Source: an optimization exercise on an open RTL-to-GDS flow (aim: small area, a short achievable clock period and few clock cycles per item). Production flows keep margins and buffers that such runs may drop. No functional check of the RTL was part of this run. Power and IR drop assume default switching activity.

==> flow/design.v <==
module kf_tss_check (
    input  wire         clk,
    input  wire         rst,
    input  wire         in_valid,
    output wire         in_ready,
    input  wire         in_seq_stopped,
    input  wire         in_pin_owned,
    input  wire [31:0]  in_period,
    input  wire [319:0] in_entry,
    output wire         out_valid,
    output wire [15:0]  out_status,
    output wire [3:0]   out_field
);
    assign in_ready = 1'b1;
    wire [31:0] off  [0:7];
    wire [15:0] slot [0:3];
    genvar g;
    generate
        for (g = 0; g < 8; g = g + 1) begin : g_off
            assign off[g] = in_entry[32*g +: 32];
        end
        for (g = 0; g < 4; g = g + 1) begin : g_slot
            assign slot[g] = in_entry[256 + 16*g +: 16];
        end
    endgenerate
    integer i, k;
    reg [1:0] pre;
    always @(*) begin
        if (!in_seq_stopped)         pre = 2'd1;
        else if (!in_pin_owned)      pre = 2'd2;
        else if (in_period == 32'd0) pre = 2'd3;
        else                         pre = 2'd0;
    end
    reg [3:0] slot_bad;
    always @(*) begin
        for (i = 0; i < 4; i = i + 1) begin
            slot_bad[i] = 1'b0;
            for (k = 0; k < 6; k = k + 1)
                if (slot[i][2*k +: 2] == 2'b11)
                    slot_bad[i] = 1'b1;
            if (slot[i][15:14] == 2'b11)
                slot_bad[i] = 1'b1;
            if (slot[i][13:12] == 2'b00 && slot[i][15:14] != 2'b00)
                slot_bad[i] = 1'b1;
        end
    end
    reg [5:0] fire [0:3];
    reg [7:0] used;
    reg       en2;
    always @(*) begin
        for (i = 0; i < 4; i = i + 1)
            for (k = 0; k < 6; k = k + 1)
                fire[i][k] = slot[i][2*k +: 2] != 2'b00;
        for (k = 0; k < 6; k = k + 1)
            used[k] = fire[0][k] | fire[1][k] | fire[2][k] | fire[3][k];
        used[6] = 1'b1;
        used[7] = 1'b0;
        for (i = 0; i < 4; i = i + 1)
            if (slot[i][15:14] == 2'b01 || slot[i][15:14] == 2'b10)
                used[7] = 1'b1;
        en2 = 1'b0;
        for (i = 0; i < 4; i = i + 1)
            if (fire[i][4] & fire[i][5])
                en2 = 1'b1;
    end
    wire [31:0] nperiod = ~in_period;
    wire [31:0] noff [0:7];
    generate
        for (g = 0; g < 8; g = g + 1) begin : g_noff
            assign noff[g] = ~off[g];
        end
    endgenerate
    wire [2:0] ge_p  [0:7];
    wire [2:0] far_p [0:7];
    generate
        for (g = 0; g < 8; g = g + 1) begin : g_ge
            kf_tss_ge_lo u_lo (.a(off[g][15:0]),  .nb(nperiod[15:0]),  .c(ge_p[g][0]));
            kf_tss_ge_hi u_hi (.a(off[g][31:16]), .nb(nperiod[31:16]), .g(ge_p[g][2]),
                               .p(ge_p[g][1]));
        end
    endgenerate
    kf_tss_far_lo10 u_far10_lo (.a(off[1][15:0]), .nb(noff[0][15:0]), .c(far_p[0][0]));
    kf_tss_far_lo10 u_far20_lo (.a(off[2][15:0]), .nb(noff[0][15:0]), .c(far_p[1][0]));
    kf_tss_far_lo10 u_far21_lo (.a(off[2][15:0]), .nb(noff[1][15:0]), .c(far_p[2][0]));
    kf_tss_far_lo10 u_far30_lo (.a(off[3][15:0]), .nb(noff[0][15:0]), .c(far_p[3][0]));
    kf_tss_far_lo10 u_far31_lo (.a(off[3][15:0]), .nb(noff[1][15:0]), .c(far_p[4][0]));
    kf_tss_far_lo10 u_far32_lo (.a(off[3][15:0]), .nb(noff[2][15:0]), .c(far_p[5][0]));
    kf_tss_far_lo11 u_far54_lo (.a(off[5][15:0]), .nb(noff[4][15:0]), .c(far_p[6][0]));
    kf_tss_far_lo10 u_far76_lo (.a(off[7][15:0]), .nb(noff[6][15:0]), .c(far_p[7][0]));
    kf_tss_far_hi u_far10_hi (.a(off[1][31:15]), .nb(noff[0][31:15]), .g(far_p[0][2]), .p(far_p[0][1]));
    kf_tss_far_hi u_far20_hi (.a(off[2][31:15]), .nb(noff[0][31:15]), .g(far_p[1][2]), .p(far_p[1][1]));
    kf_tss_far_hi u_far21_hi (.a(off[2][31:15]), .nb(noff[1][31:15]), .g(far_p[2][2]), .p(far_p[2][1]));
    kf_tss_far_hi u_far30_hi (.a(off[3][31:15]), .nb(noff[0][31:15]), .g(far_p[3][2]), .p(far_p[3][1]));
    kf_tss_far_hi u_far31_hi (.a(off[3][31:15]), .nb(noff[1][31:15]), .g(far_p[4][2]), .p(far_p[4][1]));
    kf_tss_far_hi u_far32_hi (.a(off[3][31:15]), .nb(noff[2][31:15]), .g(far_p[5][2]), .p(far_p[5][1]));
    kf_tss_far_hi u_far54_hi (.a(off[5][31:15]), .nb(noff[4][31:15]), .g(far_p[6][2]), .p(far_p[6][1]));
    kf_tss_far_hi u_far76_hi (.a(off[7][31:15]), .nb(noff[6][31:15]), .g(far_p[7][2]), .p(far_p[7][1]));
    reg        s_valid;
    reg [1:0]  s_pre;
    reg [3:0]  s_bad;
    reg [7:0]  s_used;
    reg [3:0]  s_fire [0:3];
    reg        s_en2;
    reg [2:0]  s_ge  [0:7];
    reg [2:0]  s_far [0:7];
    always @(posedge clk) begin
        s_valid <= in_valid & ~rst;
        s_pre   <= pre;
        s_bad   <= slot_bad;
        s_used  <= used;
        for (i = 0; i < 4; i = i + 1)
            s_fire[i] <= fire[i][3:0];
        s_en2   <= en2;
        for (k = 0; k < 8; k = k + 1) begin
            s_ge[k]  <= ge_p[k];
            s_far[k] <= far_p[k];
        end
    end
    localparam [15:0] ST_OK                 = 16'h0000;
    localparam [15:0] ST_SLOT_CODE          = 16'h0106;
    localparam [15:0] ST_EDGE_BEYOND_PERIOD = 16'h0107;
    localparam [15:0] ST_EDGE_SPACING       = 16'h0108;
    localparam [15:0] ST_STROBE_ORDER       = 16'h0109;
    localparam [15:0] ST_SEQ_STATE          = 16'h0200;
    localparam [15:0] ST_PIN_UNASSIGNED     = 16'h0201;
    localparam [15:0] ST_PERIOD_EMPTY       = 16'h0202;
    localparam [3:0]  F_NONE                = 4'd15;
    reg       c5_fail;
    reg [1:0] c5_slot;
    always @(*) begin
        c5_fail = 1'b0;
        c5_slot = 2'd0;
        for (i = 3; i >= 0; i = i - 1)
            if (s_bad[i]) begin
                c5_fail = 1'b1;
                c5_slot = i[1:0];
            end
    end
    reg [7:0] ge;       
    reg [7:0] far;      
    always @(*)
        for (k = 0; k < 8; k = k + 1) begin
            ge[k]  = s_ge[k][2]  | (s_ge[k][1]  & s_ge[k][0]);
            far[k] = s_far[k][2] | (s_far[k][1] & s_far[k][0]);
        end
    reg       c6_fail;
    reg [2:0] c6_off;
    always @(*) begin
        c6_fail = 1'b0;
        c6_off  = 3'd0;
        for (k = 7; k >= 0; k = k - 1)
            if (s_used[k] && ge[k]) begin
                c6_fail = 1'b1;
                c6_off  = k[2:0];
            end
    end
    wire near10 = !far[0];
    wire near20 = !far[1];
    wire near21 = !far[2];
    wire near30 = !far[3];
    wire near31 = !far[4];
    wire near32 = !far[5];
    wire near54 = !far[6];
    wire near76 = !far[7];
    reg [2:0] c7v [0:3];
    always @(*) begin
        for (i = 0; i < 4; i = i + 1) begin
            c7v[i][0] = s_fire[i][1] & s_fire[i][0] & near10;
            c7v[i][1] = s_fire[i][2] & (s_fire[i][1] ? near21 : s_fire[i][0] & near20);
            c7v[i][2] = s_fire[i][3] & (s_fire[i][2] ? near32 :
                                        s_fire[i][1] ? near31 : s_fire[i][0] & near30);
        end
    end
    reg       c7_fail;
    reg [1:0] c7_off;
    always @(*) begin
        c7_fail = 1'b0;
        c7_off  = 2'd0;
        for (i = 3; i >= 0; i = i - 1)
            if (c7v[i] != 3'd0) begin
                c7_fail = 1'b1;
                c7_off  = c7v[i][0] ? 2'd1 : c7v[i][1] ? 2'd2 : 2'd3;
            end
    end
    wire c8_fail = s_en2 & near54;
    wire c9_fail = s_used[7] & near76;
    reg [15:0] status;
    reg [3:0]  field;
    always @(*) begin
        if (s_pre == 2'd1) begin
            status = ST_SEQ_STATE;          field = F_NONE;
        end else if (s_pre == 2'd2) begin
            status = ST_PIN_UNASSIGNED;     field = F_NONE;
        end else if (s_pre == 2'd3) begin
            status = ST_PERIOD_EMPTY;       field = F_NONE;
        end else if (c5_fail) begin
            status = ST_SLOT_CODE;          field = {2'b10, c5_slot};
        end else if (c6_fail) begin
            status = ST_EDGE_BEYOND_PERIOD; field = {1'b0, c6_off};
        end else if (c7_fail) begin
            status = ST_EDGE_SPACING;       field = {2'b00, c7_off};
        end else if (c8_fail) begin
            status = ST_EDGE_SPACING;       field = 4'd5;
        end else if (c9_fail) begin
            status = ST_STROBE_ORDER;       field = 4'd7;
        end else begin
            status = ST_OK;                 field = F_NONE;
        end
    end
    reg       o_valid;
    reg [5:0] o_status;    
    reg [3:0] o_field;
    always @(posedge clk) begin
        o_valid  <= s_valid & ~rst;
        o_status <= {status[9:8], status[3:0]};
        o_field  <= field;
    end
    assign out_valid  = o_valid;
    assign out_status = {6'd0, o_status[5:4], 4'd0, o_status[3:0]};
    assign out_field  = o_field;
endmodule
module kf_tss_ge_lo (
    input  wire [15:0] a,
    input  wire [15:0] nb,
    output wire        c
);
    reg [15:0] G, P;
    integer s, j;
    always @(*) begin
        G = a & nb;
        P = a | nb;
        G[0] = P[0];
        for (s = 1; s < 16; s = s * 2)
            for (j = 0; j + s < 16; j = j + 2 * s) begin
                G[j] = G[j+s] | (P[j+s] & G[j]);
                P[j] = P[j+s] & P[j];
            end
    end
    assign c = G[0];
endmodule
module kf_tss_ge_hi (
    input  wire [15:0] a,
    input  wire [15:0] nb,
    output wire        g,
    output wire        p
);
    reg [15:0] G, P;
    integer s, j;
    always @(*) begin
        G = a & nb;
        P = a | nb;
        for (s = 1; s < 16; s = s * 2)
            for (j = 0; j + s < 16; j = j + 2 * s) begin
                G[j] = G[j+s] | (P[j+s] & G[j]);
                P[j] = P[j+s] & P[j];
            end
    end
    assign g = G[0];
    assign p = P[0];
endmodule
module kf_tss_far_lo10 (
    input  wire [15:0] a,
    input  wire [15:0] nb,
    output wire        c
);
    reg [15:0] S, G, P;
    integer s, j;
    always @(*) begin
        for (j = 0; j < 16; j = j + 1)
            S[j] = (j < 10) ? a[j] ^ nb[j] : ~(a[j] ^ nb[j]);
        G[0] = S[0];
        P[0] = 1'b1;
        for (j = 1; j < 16; j = j + 1)
            if (j - 1 < 10) begin
                G[j] = (S[j] & a[j-1]) & nb[j-1];
                P[j] = (S[j] | a[j-1]) & (S[j] | nb[j-1]);
            end else begin
                G[j] = (S[j] & a[j-1]) | (S[j] & nb[j-1]);
                P[j] = (S[j] | a[j-1]) | nb[j-1];
            end
        for (s = 1; s < 16; s = s * 2)
            for (j = 0; j + s < 16; j = j + 2 * s) begin
                G[j] = G[j+s] | (P[j+s] & G[j]);
                P[j] = P[j+s] & P[j];
            end
    end
    assign c = G[0];
endmodule
module kf_tss_far_lo11 (
    input  wire [15:0] a,
    input  wire [15:0] nb,
    output wire        c
);
    reg [15:0] S, G, P;
    integer s, j;
    always @(*) begin
        for (j = 0; j < 16; j = j + 1)
            S[j] = (j < 11) ? a[j] ^ nb[j] : ~(a[j] ^ nb[j]);
        G[0] = S[0];
        P[0] = 1'b1;
        for (j = 1; j < 16; j = j + 1)
            if (j - 1 < 11) begin
                G[j] = (S[j] & a[j-1]) & nb[j-1];
                P[j] = (S[j] | a[j-1]) & (S[j] | nb[j-1]);
            end else begin
                G[j] = (S[j] & a[j-1]) | (S[j] & nb[j-1]);
                P[j] = (S[j] | a[j-1]) | nb[j-1];
            end
        for (s = 1; s < 16; s = s * 2)
            for (j = 0; j + s < 16; j = j + 2 * s) begin
                G[j] = G[j+s] | (P[j+s] & G[j]);
                P[j] = P[j+s] & P[j];
            end
    end
    assign c = G[0];
endmodule
module kf_tss_far_hi (
    input  wire [16:0] a,
    input  wire [16:0] nb,
    output wire        g,
    output wire        p
);
    reg [16:0] S, G, P;
    integer s, j;
    always @(*) begin
        for (j = 0; j < 17; j = j + 1)
            S[j] = (j == 16) ? 1'b0 : ~(a[j+1] ^ nb[j+1]);
        for (j = 0; j < 17; j = j + 1) begin
            G[j] = (S[j] & a[j]) | (S[j] & nb[j]);
            P[j] = (S[j] | a[j]) | nb[j];
        end
        for (s = 1; s < 17; s = s * 2)
            for (j = 0; j + s < 17; j = j + 2 * s) begin
                G[j] = G[j+s] | (P[j+s] & G[j]);
                P[j] = P[j+s] & P[j];
            end
    end
    assign g = G[0];
    assign p = P[0];
endmodule
==> flow/flow/run.sh <==
#!/bin/bash
# The standard layout (standard.sh), with the ports buffered by the smallest buffer
# (sky130_fd_sc_hd__buf_1) instead of the one buffer_ports picks by default.
set -euo pipefail
export BUFFER_PORTS_ARGS="-buffer_cell sky130_fd_sc_hd__buf_1"
bash standard.sh > standard.log 2>&1
==> flow/standard.sh <==
#!/bin/bash
# synth_recipe.tcl (not shown) runs the flow's synth.tcl, then flattens the netlist and writes it again
# the make line also repeats each setting of config.mk as NAME=value (left out here)
make -C /OpenROAD-flow-scripts/flow DESIGN_CONFIG=/design/flow/config.mk WORK_HOME=/design/flow/orfs CLKGATE_MAP_FILE= SYNTH_SCRIPT=/design/flow/synth_recipe.tcl "${@:-finish}"
==> flow/config.mk <==
export PLATFORM = sky130hd
export DESIGN_NAME = kf_tss_check
export DESIGN_NICKNAME = kf_tss_check
export VERILOG_FILES = /design/flow/design.v
export SDC_FILE = /design/flow/constraint.sdc
export NUM_CORES = 4
export LEC_CHECK = 0
export CAP_MARGIN = 20
export CORE_MARGIN = 2
export CORE_UTILIZATION = 60
export PLACE_DENSITY = 0.7
export SETUP_SLACK_MARGIN = 4.2
export SLEW_MARGIN = 20
export SYNTH_HIERARCHICAL = 1
export SYNTH_MINIMUM_KEEP_SIZE = 0
==> flow/constraint.sdc <==
create_clock -name core_clock -period 7.0 [get_ports {clk}]
set_input_delay 1.4000 -clock core_clock [delete_from_list [all_inputs] [get_ports {clk}]]
set_output_delay 1.4000 -clock core_clock [all_outputs]
set_load 0.01 [all_outputs]
==> metrics.md <==
| Metric | Value |
|---|---|
| Outcome | no timing/DRC/antenna violations |
| CP Capture Type | flop |
| Drt wl/cell | 19.48 um |
| Seq cells post-synth | 90 |
| Worst Path Max Fanout | 12 |
| # hold bufs at CTS | 0 |
| XOR/XNOR Fraction of Synth Area | 8.669% |
| WS Path Type | in2reg |
| Die area | 0.02706 mm2 |
| Ys async rst share | 0% |
| Tcrit/Tclk final | 42.19% |
| Clock Path Buffers | 2 |
| Port bufs | 367 |
| Ys Warns | 22 |
| Power per cell area | 124.7 mW/mm2 |
| Hold_ws | 0.4520 ns |
| WHS Endpoint | o_valid |
| Post-route insts no fill | 3103 |
| Most frequent cells in the layout | nor2_1, buf_1, a21oi_1, inv_1, nand2_1 |
| Largest net degree at the start of global routing | 25 |
| CTS tree | yes |
| Hold/Removal Path Class | reg2reg |
| CTS sink count | 90 |
| Critical Path Source Type | input port |
| Area delta synth->final | 22.59% |
| Max Cap Viol | 0 |
| Die width | 164.5 um |
| Total grt overflow | 0 |
| Dominant synthesized flop cell | dfxtp_1 |
| Yosys cell types | 71 |
| Nets | 3140 |
| # rows | 58 |
| First-pass GRT wire length | 89.56 mm |
| Worst Tran Pin Value | 0.9327 ns |
| Antenna Violating Nets Remaining | 0 |
| Hold Vio Cnt, Final | 0 |
| Cell Area, Placed | 0.01728 mm2 |
| Worst Hold Depth | 1 |
| Fin Setup TNS | 0 ns |
| Clock latency (worst-skew pair) | 0.36 ns |
| RSZ-0062 raised after global routing | yes |
| GRT Total Usage | 40.34% |
| Simple-gate share of the synthesized area | 29.18% |
| Wirelength, routed | 60.44 mm |
| Fin crit period | 2.953 ns |
| DRC viols | 0 |
| Commonest non-fill, non-tap cell in the layout | nor2_1 |
| Maximum clock rate | 0.3386 GHz |
| Worst r2r dst | o_field[1] |
| Adder-cell share of the synthesized area | 2.655% |
| IO Count | 379 |
| Finished Cell Area | 0.01895 mm2 |
| Initial antenna violation count | 7 |
| Post-Syn Area per Cell | 6.697 um2 |
| Largest family of logic cells by synthesized area | compound AO/OA/AOI/OAI gates |
| Clock skew | 0.01062 ns |
| Netlist Area Pre-Place | 0.01546 mm2 |
| Leakage | 7.274 nW |
| H-tree levels | 3 |
| Mux cell area share after synthesis | 0% |
| Share of layout cells above drive strength 1 | 15.93% |
| Vias per inst | 6.759 |
| Seq/Total Area, Yosys | 11.66% |
| Final GP Congestion | 0.9708 |
| Worst Path Required | 7.19 ns |
| Die Ht | 164.5 um |
| Mapped Cells | 2308 |
| Drt pass-1 iters | 6 |
| Number of synthesized flops with an enable pin | 0 |
| Starting density of the core | 61.21% |
| Root Buffer | clkbuf_16 |
| Post-placement cell count | 2996 |
| Max Slew Vio Count | 0 |
| Reg2reg path depth | 7 |
| Vias in the first global route | 17780 |
| Worst Path Arrival | 3.14 ns |
| Clock-pin slew on the worst setup and hold paths | 0.07 ns |
| Max IR drop VDD | 141.8 uV |
| Core ar. | 0.02525 mm2 |
| Initial drt markers | 2567 |
| Num CTS Buffers | 9 |
| Worst hold start | s_valid |
| R2R Setup Slk | 4.82 ns |
| Synth Area in Compound Gates | 40.92% |
| Vias | 20970 |
| Final setup fails | 0 |
| Post-detail-place hpwl | 44.75 mm |
| Slew HR | 37.75% |
| Reg2Reg Launch Point | s_far[3][1] |
flip-flops by register name, indices dropped and copies added (netlist names):
signal	cells
s_pre	2
s_en2	1
s_used	7
s_valid	1
s_bad	4
o_field	4
s_far	24
s_fire	16
s_ge	24
o_status	6
o_valid	1
layout make-up:
type / count / area (um2)
antenna: 5 / 12.51
clock buffer: 9 / 225.2
clock inverter: 7 / 81.33
fill: 2130 / 6305
inverter: 247 / 1064
multi-input combinational: 1962 / 13090
sequential: 90 / 1802
tap: 330 / 412.9
timing repair buffer: 443 / 2195
timing repair inverter: 10 / 70.07
metal layers:
metal	global-route usage [%]	routed length (um)	vias to the layer above
met4	16.17	2822	4
li1	-	-	9706
met3	9.518	6920	234
met2	65.08	27300	1389
met1	51.79	23370	9640
met5	0	23	-
cells in the mapped netlist, types with 17 or more instances:
library cell | count | area (um2)
nand2_1 | 146 | 548.0
o21ai_1 | 17 | 85.08
nor3_1 | 52 | 260.3
buf_4 | 18 | 135.1
o31ai_1 | 24 | 180.2
a211oi_1 | 19 | 142.6
a21oi_1 | 201 | 1006
o22ai_1 | 111 | 694.4
or3_1 | 31 | 193.9
nor4_1 | 21 | 131.4
a31oi_1 | 74 | 462.9
nor3b_1 | 25 | 187.7
a22oi_1 | 89 | 668.1
nor2_1 | 320 | 1201
dfxtp_1 | 90 | 1802
a32oi_1 | 20 | 175.2
xor2_1 | 125 | 1095
o2111ai_1 | 33 | 289.0
xnor2_1 | 28 | 245.2
inv_1 | 240 | 900.9
nand3_1 | 69 | 345.3
nor2b_1 | 23 | 143.9
o211ai_1 | 56 | 420.4
a21oi_2 | 18 | 157.7
nand4_1 | 23 | 143.9
ha_1 | 20 | 250.2
o21ai_0 | 71 | 355.3
Yosys stat by module (local to each module, per instance):
| module | copies in the design | cells | cell area [um2] |
|---|---|---|---|
| kf_tss_check | 1 | 500 | 3943 |
| kf_tss_far_hi | 8 | 89 | 570.5 |
| kf_tss_far_lo10 | 7 | 63 | 397.9 |
| kf_tss_far_lo11 | 1 | 63 | 401.6 |
| kf_tss_ge_hi | 8 | 40 | 259.0 |
| kf_tss_ge_lo | 8 | 34 | 211.5 |
kinds of logic after synthesis:
group,after synthesis
and+or+nand+nor,863
AOI/OAI and AO/OA,900
buffers and inverters,265
other,2
xor gates and xnor gates,153
DFF,90
adders and majority gates,35
what timing repair did:
item | in CTS | in global routing
setup endpoints to repair | 37 | 44
gates cloned | 3 | 7
pin swaps | 10 | 54
setup buffers | 26 | 50
resized for setup | 87 | 167
worst max path at each step:
stage / from / to / slack (ns) / cells past startpoint
floorplan: in_entry[31] / s_far[0][2] / 4.20 / 8
global placement: in_period[10] / s_ge[1][0] / 3.55 / 6
detailed placement: in_entry[87] / s_far[5][2] / 3.58 / 8
CTS: in_entry[94] / s_far[5][2] / 4.17 / 8
global route: in_entry[94] / s_far[5][2] / 4.05 / 8
finish: in_period[30] / s_ge[1][2] / 4.05 / 6
metrics by stage:
stage / setup slack (ns) / util (%) / power (mW)
2_1_floorplan: 4.204 / - / 1.329
3_3_place_gp: 3.554 / 68.43 / 1.685
5_1_grt: 4.049 / 75.00 / 2.495
3_5_place_dp: 3.575 / 68.43 / 1.717
6_report: 4.047 / 75.03 / 2.363
4_1_cts: 4.168 / 71.24 / 2.243
worst max-delay path, cell delays in order:
cell and delay [ns]:
buf_1 0.30, clkinvlp_2 0.54, a21oi_1 0.34, nor2_1 0.11, a21oi_1 0.26, nand4_1 0.20
where the power goes:
| group | internal (mW) | switching [mW] | total, mW |
|---|---|---|---|
| clock network | 0.255 | 0.245 | 0.500 |
| registers | 0.555 | 0.0240 | 0.579 |
| logic | 0.487 | 0.797 | 1.28 |
| total | 1.30 | 1.07 | 2.36 |

-- afterwards: timing with drivers on the ports --
Ports are ideal in the flow. The routed layout listed here was re-timed in OpenROAD. Step 1, drivers: a clkbuf_16 drives clk and a buf_2 each remaining input, both assumed. Step 2 also shifts input and output timing later by t, the mid clock arrival at the registers, as if the neighbouring blocks saw the same clock. a / b / c = ideal / step 1 / step 2; a / b = the first two.
t (ns): 0.391
setup slack, ns: 4.047 / 4.063 / 3.672
hold WS [ns]: 0.452 / 0.452 / 0.452
worst setup path at the end: input to register
cell pins on the clock port's net: 1
After both steps setup and hold are still met in this run. The setup slack of this run moves by +0.016 ns with the drivers and by -0.375 ns with both steps.
